This design comes from an exercise in tuning for small area and a short achievable clock period on the open sky130 flow, not from production work.

// ecc144_codec
module ecc144_codec (
    input  wire         clk,
    input  wire         rst,
    input  wire         in_valid,
    input  wire         in_op,         
    input  wire [2:0]   in_src,
    input  wire [127:0] in_data,
    input  wire [15:0]  in_check,
    output reg          out_valid,
    output reg  [127:0] out_data,
    output reg  [15:0]  out_check,
    output reg  [1:0]   out_status,
    output reg  [5:0]   out_sym,
    output reg  [3:0]   out_err,
    output reg  [15:0]  corr_cnt,
    output reg  [15:0]  uncorr_cnt,
    output reg  [2:0]   last_src,
    output reg  [5:0]   last_sym,
    output reg  [3:0]   last_err
);
For scale: ~1600 cells after synthesis, ~370 flip-flops.
Settings: LEC_CHECK=0, CAP_MARGIN=20, CORE_MARGIN=2, CORE_UTILIZATION=40, CTS_BUF_LIST=sky130_fd_sc_hd__clkbuf_8, CTS_CLUSTER_DIAMETER=50, CTS_CLUSTER_SIZE=16, SETUP_SLACK_MARGIN=4.5, SLEW_MARGIN=20; clock period 7.5 ns.
standard.sh (not shown) runs the stock make flow with config.mk's settings and CLKGATE_MAP_FILE= SYNTH_SCRIPT=/design/flow/synth_recipe.tcl, a recipe that flattens the netlist after the stock synthesis.
==> flow/flow/run.sh <==
#!/bin/bash
# The standard layout, with every port buffered by a buf_2 cell instead of the default
# clkdlybuf4s50_1 (smaller and faster); the tools' output goes to standard.log here.
set -euo pipefail
export BUFFER_PORTS_ARGS="-buffer_cell sky130_fd_sc_hd__buf_2"
bash standard.sh > standard.log 2>&1
==> next run, changes <==
==> flow/run.sh (new file) <==
#!/bin/bash
# synth_recipe.tcl (not shown) runs the flow's synth.tcl, then flattens the netlist and writes it again
# the make line also repeats each setting of config.mk as NAME=value (left out here)
make -C /OpenROAD-flow-scripts/flow DESIGN_CONFIG=/design/flow/config.mk WORK_HOME=/design/flow/orfs CLKGATE_MAP_FILE= SYNTH_SCRIPT=/design/flow/synth_recipe.tcl finish
Settings changed: CTS_BUF_LIST sky130_fd_sc_hd__clkbuf_8 to default, CTS_CLUSTER_DIAMETER 50 to default, CTS_CLUSTER_SIZE 16 to default.
removed: flow/flow/run.sh
removed: flow/standard.sh
=>
- critical path depth goes down by 5
- synthesized cell count stays the same
- final area goes up by 16%
- non-clock buffer count goes up by 37
- cell count goes up by 1.4%
- routed wire length goes up by 5.5%
- count of clock-buffer cells in the layout goes up by 13
No functional check of the RTL was part of any run of this note.

* * *

ecc144_codec again, from the RTL that the note above started with.
Settings: LEC_CHECK=0, ABC_AREA=1, CAP_MARGIN=20, CORE_MARGIN=2, CORE_UTILIZATION=40, CTS_BUF_LIST=sky130_fd_sc_hd__clkbuf_8, CTS_CLUSTER_DIAMETER=50, CTS_CLUSTER_SIZE=16, SETUP_SLACK_MARGIN=4.5, SLEW_MARGIN=20; clock period 7.5 ns.
==> flow/flow/run.sh <==
#!/bin/bash
# The standard layout, with every port buffered by a buf_2 cell instead of the default
# clkdlybuf4s50_1 (smaller and faster); the tools' output goes to standard.log here.
set -euo pipefail
export BUFFER_PORTS_ARGS="-buffer_cell sky130_fd_sc_hd__buf_2"
bash standard.sh > standard.log 2>&1
The starting point finished clean.
Edit:
ABC_AREA = unset   (was 1)
ABC_CLOCK_PERIOD_IN_PS = 2000   (was unset)
Effect: Hold slack improved by 0.0075 ns; non-clock buffer count rises by 37; synthesized area falls by about 1.3%; core utilization rises by 0.61 points; synthesized cell count falls by 16%; cell area rises by 0.51%.
Edit:
ABC_CLOCK_PERIOD_IN_PS = unset   (was 2000)
CTS_CLUSTER_DIAMETER = 60   (was 50)
CTS_CLUSTER_SIZE = 20   (was 16)
What happened: Global-route usage came out lower by 0.56 points. Design area shrinks by 3.2%. Via count went down by 1.9%.
Edit:
CTS_BUF_LIST = unset   (was sky130_fd_sc_hd__clkbuf_8)
CTS_CLUSTER_DIAMETER = unset   (was 60)
CTS_CLUSTER_SIZE = unset   (was 20)
SETUP_SLACK_MARGIN = 5.0   (was 4.5)
Effect: The new run produced a clean layout. Wire length came out higher by 16%. Cell count came out higher by 8.2%. First-iteration DRC count came out higher by 44%. Worst setup slack gains 0.13 ns. Worst hold slack gains 0.0039 ns. Global-route usage came out higher by 2.9 points. Synthesized cell count is unchanged.
No run of this note included a check of the RTL's function; only the layout flow was run.

[what the ideal ports hide]
The flow's constraints put no driver on any port. The routed layouts listed below were extracted and timed again, unchanged, in two steps. Step 1 assumes that a clkbuf_16 drives the clock port and a buf_2 every other input. Step 2 times the ports against the registers' clock, not the clock port: input delays grow and output delays shrink by t, the midpoint of the rising clock arrivals with the driver on. Slacks: ideal ports / drivers / drivers and shift; pairs: ideal ports / drivers.
run | shift t [ns] | setup slack, ns | latest minus earliest clock arrival (ns) | worst data-port slew with drivers (ns)
the first run of note 1 | 0.673 | 4.490 / 4.490 / 3.854 | 0.038 / 0.038 | 0.09
the second run of note 1 | 0.625 | 4.411 / 4.431 / 3.807 | 0.017 / 0.017 | 0.11
the first run of note 2 | 0.652 | 4.418 / 4.450 / 3.798 | 0.052 / 0.052 | 0.06
the second run of note 2 | 0.673 | 4.490 / 4.490 / 3.854 | 0.038 / 0.038 | 0.09
the third run of note 2 | 0.717 | 4.533 / 4.558 / 3.842 | 0.037 / 0.038 | 0.08
the fourth run of note 2 | 0.610 | 4.663 / 4.663 / 4.069 | 0.018 / 0.018 | 0.12
After both steps setup and hold are still met in every run listed. The setup slack of the third run of note 2, which loses most, moves by +0.025 ns with the drivers and by -0.691 ns with both steps.
